Source: an optimization exercise on an open RTL-to-GDS flow (aim: small area and a short achievable clock period). Production flows keep margins and buffers that such runs may drop. In this exercise RTL edits were held to simulation tests only and were not proved equivalent to the original.

## job 105
## dec79_codec
module dec79_codec (
    input  wire        clk,
    input  wire        rst,             
    input  wire        enc_in_valid,
    input  wire [63:0] enc_in_data,
    output wire        enc_out_valid,
    output wire [78:0] enc_out_word,
    input  wire        dec_in_valid,
    input  wire [78:0] dec_in_word,
    output wire        dec_out_valid,
    output wire [78:0] dec_out_word,
    output wire [1:0]  dec_out_nfix,
    output wire        dec_out_uncorr
);
function automatic [6:0] gf_mul(input [6:0] a, input [6:0] b);
    reg [6:0] acc;
    reg [6:0] sh;
    integer i;
    begin
        acc = 7'd0;
        sh  = a;
        for (i = 0; i < 7; i = i + 1) begin
            if (b[i])
                acc = acc ^ sh;
            sh = {sh[5:0], 1'b0} ^ (sh[6] ? 7'b0001001 : 7'b0000000);
        end
        gf_mul = acc;
    end
endfunction
function automatic [6:0] gf_inv3(input [6:0] a);
    begin
        case (a)
            7'd0: gf_inv3 = 7'd0;
            7'd1: gf_inv3 = 7'd1;
            7'd2: gf_inv3 = 7'd17;
            7'd3: gf_inv3 = 7'd24;
            7'd4: gf_inv3 = 7'd19;
            7'd5: gf_inv3 = 7'd82;
            7'd6: gf_inv3 = 7'd3;
            7'd7: gf_inv3 = 7'd122;
  ...
==> flow/config.mk <==
export PLATFORM = sky130hd
export DESIGN_NAME = dec79_codec
export DESIGN_NICKNAME = dec79_codec
export VERILOG_FILES = /design/flow/design.v
export SDC_FILE = /design/flow/constraint.sdc
export NUM_CORES = 4
export LEC_CHECK = 0
export CAP_MARGIN = 20
export CORE_MARGIN = 2
export CORE_UTILIZATION = 40
export PLACE_DENSITY = 0.6
export SETUP_SLACK_MARGIN = 0.4
export SLEW_MARGIN = 20
==> flow/constraint.sdc <==
create_clock -name core_clock -period 22.0 [get_ports {clk}]
set_input_delay 4.4000 -clock core_clock [delete_from_list [all_inputs] [get_ports {clk}]]
set_output_delay 4.4000 -clock core_clock [all_outputs]
set_load 0.01 [all_outputs]
standard.sh (not shown) runs the stock make flow with config.mk's settings and CLKGATE_MAP_FILE= SYNTH_SCRIPT=/design/flow/synth_recipe.tcl, a recipe that flattens the netlist after the stock synthesis.
==> flow/flow/run.sh <==
#!/bin/bash
MARGIN=${MARGIN:-16.5}
export BUFFER_PORTS_ARGS="-buffer_cell sky130_fd_sc_hd__buf_1"
sed -e "s/SETUP_SLACK_MARGIN=[-0-9.]*/SETUP_SLACK_MARGIN=$MARGIN/" standard.sh > standard_margin.sh
bash standard_margin.sh > standard.log 2>&1
Edits applied to the flow inputs when going from job 105 to job 7651:
Settings: CORE_UTILIZATION: 40 -> 60; PLACE_DENSITY: 0.6 -> 0.75.
==> comparison <==
Side by side, area enclosed by the die boundary turned out lower in job 7651 than in job 105.
Looking at multi-input gate area in the final layout across job 105 and job 7651, the one that comes out lower is job 7651.
Shortest clock period the worst path allows after layout for job 7651: 0.0081 ns down relative to job 105
Share of the final layout cell area in sequential cells: lower on job 105
Going from job 105 to job 7651, the number of DRC markers after the initial detailed-route iteration was found to have gone up by 197.
Of job 7651 and job 105, it is job 7651 that has the lower sum of routed wire length over all layers.
### job 7651 -> job 4157
Settings: CTS_CLUSTER_SIZE: unset -> 30; CTS_CLUSTER_DIAMETER: unset -> 150.
--- outcome ---
Summary of job 4157 over job 7651: final period demand of the worst path shrank by 0.014 ns; slew of the pin with the lowest slew margin shrank by 0.028 ns. [job 4157] routed metal-1 wire length fell about 1.5% relative to job 7651. [compare] base=job 7651 new=job 4157: hold slack stayed essentially flat; area growth from synthesis to final layout fell by 4.8 points; total routing usage reported by global routing fell by 1.0 points; final area fell by 920 sq um. Number of H-tree branching levels (higher): job 7651. The core of job 4157 is less densely filled than that of job 7651. Looking at critical path endpoint, the dec_out_word[45] result is from job 7651; the dec_out_word[65] one comes from job 4157. Going from job 7651 to job 4157, sequential share of cell area went up, worst setup slack went up.

* * *

run 1:
Starting RTL as in the previous note.
export LEC_CHECK = 0
export CAP_MARGIN = 20
export CORE_MARGIN = 2
export CORE_UTILIZATION = 60
export CTS_CLUSTER_DIAMETER = 120
export CTS_CLUSTER_SIZE = 24
export PLACE_DENSITY = 0.75
export SETUP_SLACK_MARGIN = 0.4
export SLEW_MARGIN = 20
create_clock -name core_clock -period 22.0 [get_ports {clk}]
Scripts as last shown in full above: flow/flow/run.sh
diff inputs: run 1 => run 2
- CORE_UTILIZATION: 60 -> 40
- PLACE_DENSITY: 0.75 -> 0.6
- CTS_CLUSTER_SIZE: 24 -> unset
- CTS_CLUSTER_DIAMETER: 120 -> unset
==> flow/flow/run.sh <==
#!/bin/bash
MARGIN=${MARGIN:-17.0}
export BUFFER_PORTS_ARGS="-buffer_cell sky130_fd_sc_hd__buf_1"
sed -e "s/SETUP_SLACK_MARGIN=[-0-9.]*/SETUP_SLACK_MARGIN=$MARGIN/" standard.sh > standard_margin.sh
bash standard_margin.sh > standard.log 2>&1
## What came out
- Changes observed in run 2 relative to run 1: area of all placed cells without fillers higher; met1 track utilization from global routing lower.
- Note that the floorplan die area recorded for run 2 amounts to 1.5 times the value seen in run 1.
- Run 2 vs run 1: number of H-tree branching levels up in run 2
For run 3, these inputs were changed with respect to run 2:
==> flow/flow/run.sh <==
#!/bin/bash
# The standard layout (standard.sh), with plain buf_1 cells as the port buffers.
export BUFFER_PORTS_ARGS="-buffer_cell sky130_fd_sc_hd__buf_1"
bash standard.sh > standard.log 2>&1
### Flow results
The lower depth of the worst register-to-register path of run 3 and run 2 is in run 2. The final layouts of run 3 and run 2 pass the timing, design-rule and antenna checks. Count of non-CTS inverters in the layout for run 3: about 2.6% down relative to run 2. Diff run 2 -> run 3 | cell area | down by a little under 10%. Compared with run 2, run 3 shows a final worst-path cycle share that is 2.4 points higher. Run 3 ended up with a lower met1 usage in global routing than run 2 did.
The inputs of run 4 differ from those of run 3 as listed below.
==> flow/flow/run.sh <==
#!/bin/bash
MARGIN=${MARGIN:-17.5}
export BUFFER_PORTS_ARGS="-buffer_cell sky130_fd_sc_hd__buf_1"
sed -e "s/SETUP_SLACK_MARGIN=[-0-9.]*/SETUP_SLACK_MARGIN=$MARGIN/" standard.sh > standard_margin.sh
bash standard_margin.sh > standard.log 2>&1
### Flow results
Run 4 finished every step from synthesis to the final layout, and the layout passed the timing, design-rule and antenna checks.
Reported for run 3 and run 4, maximum level of the CTS H-tree turned out identical to the last digit.
[compare] base=run 3 new=run 4: final design instance area without fill increased by about 20% relative to the old numbers; number of placed instances with taps included shows no meaningful change; number of buffers added for setup after CTS went up.
Run 4 — share of post-route cells with drive strength above 1 31 points higher, run 3 as reference
On clock-buffer cell count: between run 3 and run 4, it ends up higher for run 3.
The worst setup path startpoint comes out word_r0[61]$_DFF_P_ in one run and wout_r2[44]$_DFF_P_ in the other, namely in run 3 and run 4 respectively.

* * *

dec79_codec, a different RTL version from the one above (not shown whole).
For scale: roughly 1,700 cells after synthesis, about 410 flip-flops, ~310 I/O pins.
==> flow/config.mk <==
export PLATFORM = sky130hd
export DESIGN_NAME = dec79_codec
export DESIGN_NICKNAME = dec79_codec
export VERILOG_FILES = /design/flow/design.v
export SDC_FILE = /design/flow/constraint.sdc
export NUM_CORES = 4
export LEC_CHECK = 0
export CAP_MARGIN = 20
export CORE_MARGIN = 2
export CORE_UTILIZATION = 60
export CTS_CLUSTER_DIAMETER = 120
export CTS_CLUSTER_SIZE = 24
export PLACE_DENSITY = 0.75
export SETUP_SLACK_MARGIN = 0.4
export SLEW_MARGIN = 20
==> flow/constraint.sdc <==
create_clock -name core_clock -period 22.0 [get_ports {clk}]
set_input_delay 4.4000 -clock core_clock [delete_from_list [all_inputs] [get_ports {clk}]]
set_output_delay 4.4000 -clock core_clock [all_outputs]
set_load 0.01 [all_outputs]
==> flow/flow/run.sh <==
#!/bin/bash
MARGIN=16.5
W=$PWD
{
  echo "proc abc {args} { set i [lsearch -exact \$args -script]; if {\$i >= 0} { lset args [expr {\$i + 1}] $W/flow/abc.script }; yosys abc {*}\$args }"
  cat synth_recipe.tcl
} > own_synth.tcl
export BUFFER_PORTS_ARGS="-buffer_cell sky130_fd_sc_hd__buf_1"
export CTS_ARGS="-sink_clustering_enable -repair_clock_nets -sink_clustering_size 16 -sink_clustering_max_diameter 80 -buf_list sky130_fd_sc_hd__clkbuf_8 -root_buf sky130_fd_sc_hd__clkbuf_16"
sed -e "s/SETUP_SLACK_MARGIN=[-0-9.]*/SETUP_SLACK_MARGIN=$MARGIN/" \
    -e "s#SYNTH_SCRIPT=[^ ]*#SYNTH_SCRIPT=$W/own_synth.tcl#" standard.sh > own_standard.sh
# make writes each step's tool output to its own log under orfs/logs/.
bash own_standard.sh > standard.log 2>&1
==> flow/flow/abc.script <==
strash
dc2
dch
map -a
mfs
map -a
topo
Change:
--- a/flow/flow/run.sh
+++ b/flow/flow/run.sh
@@ -12 +11,0 @@
-# make writes each step's tool output to its own log under orfs/logs/.
Outcome:
- The new run completed without violations
- area after synthesis is unchanged
- synthesized cell count is unchanged
- first-iteration DRC count stays the same
- via count stays the same
- cell count is unchanged
- routed wire length stays the same
- sequential share of layout area stays the same
- design area does not change
- setup slack does not change
Change:
--- a/flow/flow/run.sh
+++ b/flow/flow/run.sh
@@ -9 +8,0 @@
-export CTS_ARGS="-sink_clustering_enable -repair_clock_nets -sink_clustering_size 16 -sink_clustering_max_diameter 80 -buf_list sky130_fd_sc_hd__clkbuf_8 -root_buf sky130_fd_sc_hd__clkbuf_16"
==> flow/flow/abc.script (replaced) <==
strash
dch
map -a
mfs
map -a
topo
The new run passed the timing, design-rule and antenna checks. Global-route usage drops by 0.50 points. Final cell count barely changes. Die area stays flat.
Change:
Settings changed: CORE_UTILIZATION 60 to 55, PLACE_DENSITY 0.75 to 0.7.
=>
- core utilization drops by 5.1 points
- first-iteration DRC count climbs by 6.2%
- area after synthesis is unchanged
- die area climbs by 8.9%
Change:
==> flow/flow/abc.script (replaced) <==
strash
&get -n
&deepsyn -T 60
&put
dch
map -a
mfs
map -a
topo
Settings changed: CORE_UTILIZATION 55 to 60, PLACE_DENSITY 0.7 to 0.75.
After rerunning: Worst setup slack gets better by 14 ps; cell area fell by 0.46%; sequential share of layout area barely changes; synthesized area is higher by 0.37%; hold slack improved by 12 ps; routed wire length decreases by 3.4%; maximum frequency is about the same.

[what the ideal ports hide]
Ports are ideal in the flow. The routed layouts listed here were re-timed in OpenROAD.
Step 1 sets driving cells, clkbuf_16 on the clock port and buf_2 on the other inputs (assumed; they add their load-dependent delay and slew).
Step 2 also shifts input and output timing later by t, the mid clock arrival at the registers, as if the neighbouring blocks saw the same clock.
a / b / c = ideal ports / drivers / drivers and shift; a / b = the first two.
| run | t, ns | setup WS [ns] | worst setup path at the end | slew at the worst register clock pin (ns) | worst slew at a driven data input, ns |
|---|---|---|---|---|---|
| job 105 | 0.623 | 16.494 / 16.440 / 16.719 | register to register | 0.07 / 0.07 | 0.09 |
| job 7651 | 0.593 | 16.502 / 16.450 / 16.675 | register to register | 0.07 / 0.07 | 0.07 |
| job 4157 | 0.569 | 16.516 / 16.467 / 16.673 | register to register | 0.12 / 0.12 | 0.06 |
| run 1 | 0.574 | 16.520 / 16.471 / 16.662 | register to register | 0.10 / 0.10 | 0.06 |
| run 2 | 0.625 | 16.491 / 16.437 / 17.062 | register to output | 0.07 / 0.07 | 0.09 |
| run 3 | 0.625 | 15.964 / 15.964 / 15.964 | register to register | 0.07 / 0.07 | 0.09 |
| run 4 | 0.625 | 16.486 / 16.432 / 17.057 | register to output | 0.07 / 0.07 | 0.11 |
| the first run of note 3 | 0.586 | 16.534 / 16.483 / 16.814 | register to register | 0.11 / 0.11 | 0.09 |
| the second run of note 3 | 0.586 | 16.534 / 16.483 / 16.814 | register to register | 0.11 / 0.11 | 0.09 |
| the third run of note 3 | 0.585 | 16.529 / 16.476 / 16.731 | register to register | 0.10 / 0.10 | 0.08 |
| the fourth run of note 3 | 0.589 | 16.514 / 16.459 / 16.560 | register to register | 0.11 / 0.11 | 0.09 |
| the fifth run of note 3 | 0.595 | 16.528 / 16.475 / 16.702 | register to register | 0.10 / 0.10 | 0.08 |
After both steps every run listed still meets setup and hold.
